Context: an optimization exercise on an open-source flow, tuned for small area, a short achievable clock period and few clock cycles per item. The choices shown serve that exercise and are no tape-out recipe. Function was checked by simulation only, so behaviour that the tests miss may differ from the original. Power and IR drop assume default switching activity.

// iz_carrier_unit
module iz_carrier_unit (
    input  wire         clk,
    input  wire         rst,
    input  wire         in_valid,
    output wire         in_ready,
    input  wire [1:0]   in_op,
    input  wire [255:0] in_a,
    input  wire [255:0] in_b,
    output reg          out_valid,
    input  wire         out_ready,
    output wire [255:0] out_data,
    output wire [2:0]   out_exc
);
For scale: ~240 flip-flops, about 780 I/O pins, roughly 60000 sq um of cells after synthesis.
Settings: LEC_CHECK=0, ABC_AREA=1, CAP_MARGIN=20, CORE_MARGIN=2, CORE_UTILIZATION=40, PLACE_DENSITY=0.55, SLEW_MARGIN=20; clock period 40.0 ns.
standard.sh (not shown) runs the stock make flow with config.mk's settings and CLKGATE_MAP_FILE= SYNTH_SCRIPT=/design/flow/synth_recipe.tcl, a recipe that flattens the netlist after the stock synthesis.
==> flow/flow/run.sh <==
#!/bin/bash
# Layout flow: the standard ORFS flow, with two changes to how the layout
# is made: ORFS's timing repair works to a setup-slack margin, so that it aims
# at a shorter achieved period than the 40 ns clock asks for, and the buffer
# that the standard flow puts on every port is the small buf_1. Clock,
# constraints and every other step are the standard ones. The make output goes
# to flow_make.log in this folder.
set -euo pipefail
MARGIN=${MARGIN:-23.5}
bash standard.sh SETUP_SLACK_MARGIN=$MARGIN \
    "BUFFER_PORTS_ARGS=-buffer_cell sky130_fd_sc_hd__buf_1" finish > flow_make.log 2>&1
Testbench counts at the start, summed over its fixed seeds: cycles 12,008, items 12,000.
==> next run, changes <==
--- a/flow/design.v
+++ b/flow/design.v
@@ -352,23 +352,18 @@
     wire [53:0] mg = xs_ ^ {54{sgn}};         
     wire [52:0] m  = mg[53:1];
     wire        g  = mg[0];
     wire        cy  = sgn & ~st;
     wire        inc = cy ? (g | m[0]) : (g & (st | m[0]));
     wire [11:0] e40 = {anc, 5'd0} + {3'd0, anc, 3'd0} - 12'd139;
     wire [11:0] epre = {4'd0, sft} + e40;
-    wire [51:0] mf;
-    wire        mc;
-    iz_add #(.W(52)) u_round (.a(m[51:0]), .b(52'd0), .ci(inc), .s(mf), .co(mc));
-    wire [11:0] epre1 = epre + 12'd1;
-    wire [11:0] epre2 = epre + 12'd2;
-    wire [11:0] efin  = (m[52] & mc) ? epre2 : (m[52] | mc) ? epre1 : epre;
-    wire [63:0] pk    = {efin, mf};
-    wire q_ovf = (epre >= 12'd2047) | ((epre == 12'd2046) & (m[52] | mc)) |
-                 ((epre == 12'd2045) & m[52] & mc);
+    wire [11:0] ehid = epre + {11'd0, m[52]};
+    wire [63:0] pk;
+    iz_add #(.W(64)) u_round (.a({ehid, m[51:0]}), .b(64'd0), .ci(inc), .s(pk), .co());
+    wire q_ovf = pk[63] | (&pk[62:52]);
     reg [63:0] q_res;
     always @* begin
         if (r_qnan)
             q_res = QNAN;
         else if (r_qinf)
             q_res = r_qneg ? NINF : PINF;
         else if (t_zero)
Result: Via count came out higher by 0.57%; sequential cell count does not change; worst setup slack got worse by 0.22 ns; global-route usage decreases by 0.33 points; final area increases by about 1.7%; sequential power goes up by about 3%; clock power is about the same; fmax fell by 1.3%; total power goes down by about 0.6%.
Testbench counts after the change, summed over its fixed seeds: cycles 12,008, items 12,000.

--- another note on this design; it stands on its own ---

## iz_carrier_unit
module iz_carrier_unit (
    input  wire         clk,
    input  wire         rst,
    input  wire         in_valid,
    output wire         in_ready,
    input  wire [1:0]   in_op,
    input  wire [255:0] in_a,
    input  wire [255:0] in_b,
    output reg          out_valid,
    input  wire         out_ready,
    output wire [255:0] out_data,
    output wire [2:0]   out_exc
);
Size: ~9500 cells after synthesis, ~240 flip-flops.
export LEC_CHECK = 0
export ABC_AREA = 1
export CAP_MARGIN = 20
export CORE_MARGIN = 2
export CORE_UTILIZATION = 45
export PLACE_DENSITY = 0.6
export SLEW_MARGIN = 20
create_clock -name core_clock -period 40.0 [get_ports {clk}]
standard.sh (not shown) runs the stock make flow with config.mk's settings and CLKGATE_MAP_FILE= SYNTH_SCRIPT=/design/flow/synth_recipe.tcl, a recipe that flattens the netlist after the stock synthesis.
==> flow/flow/run.sh <==
#!/bin/bash
# Layout flow: the standard ORFS flow, with two changes to how the layout
# is made: ORFS's timing repair works to a setup-slack margin, so that it aims
# at a shorter achieved period than the 40 ns clock asks for, and the buffer
# that the standard flow puts on every port is the small buf_1. Clock,
# constraints and every other step are the standard ones. The make output goes
# to flow_make.log in this folder.
set -euo pipefail
MARGIN=${MARGIN:-23.5}
bash standard.sh SETUP_SLACK_MARGIN=$MARGIN \
    "BUFFER_PORTS_ARGS=-buffer_cell sky130_fd_sc_hd__buf_1" finish > flow_make.log 2>&1
Testbench counts at the start, summed over its fixed seeds: cycles 12,008, items 12,000.
Next try:
--- a/flow/flow/run.sh
+++ b/flow/flow/run.sh
@@ -9 +9 @@
-MARGIN=${MARGIN:-23.5}
+MARGIN=${MARGIN:-22.5}
CORE_UTILIZATION = 40   (was 45)
PLACE_DENSITY = 0.55   (was 0.6)
What happened: The changed run passed the timing, design-rule and antenna checks; final cell count is higher by 1.3%; fmax fell by about 5%; worst setup slack loses 860 ps.

## static timing again, ports no longer ideal
The flow's constraints put no driver on any port. The routed layouts listed below were extracted and timed again, unchanged, in two steps.
Step 1 (the two cells are an assumption about what drives the block):
set clk [get_ports {clk}]
set_driving_cell -lib_cell sky130_fd_sc_hd__clkbuf_16 $clk
set_driving_cell -lib_cell sky130_fd_sc_hd__buf_2 [delete_from_list [all_inputs] $clk]
Step 2 also shifts input and output timing later by t, the mid clock arrival at the registers, as if the neighbouring blocks saw the same clock.
Slacks: no drivers / after step 1 / after step 2; pairs: no drivers / after step 1.
run	t, ns	setup WS [ns]	worst slew at a driven data input, ns
the first run of note 1	0.694	23.580 / 23.558 / 22.950	0.20
the second run of note 1	0.699	23.365 / 23.287 / 22.861	0.17
the first run of note 2	0.706	23.501 / 23.561 / 22.857	0.10
the second run of note 2	0.655	22.636 / 22.688 / 22.032	0.28
After both steps every run listed still meets setup and hold. The setup slack of the first run of note 2, which loses most, moves by +0.060 ns with the drivers and by -0.644 ns with both steps.
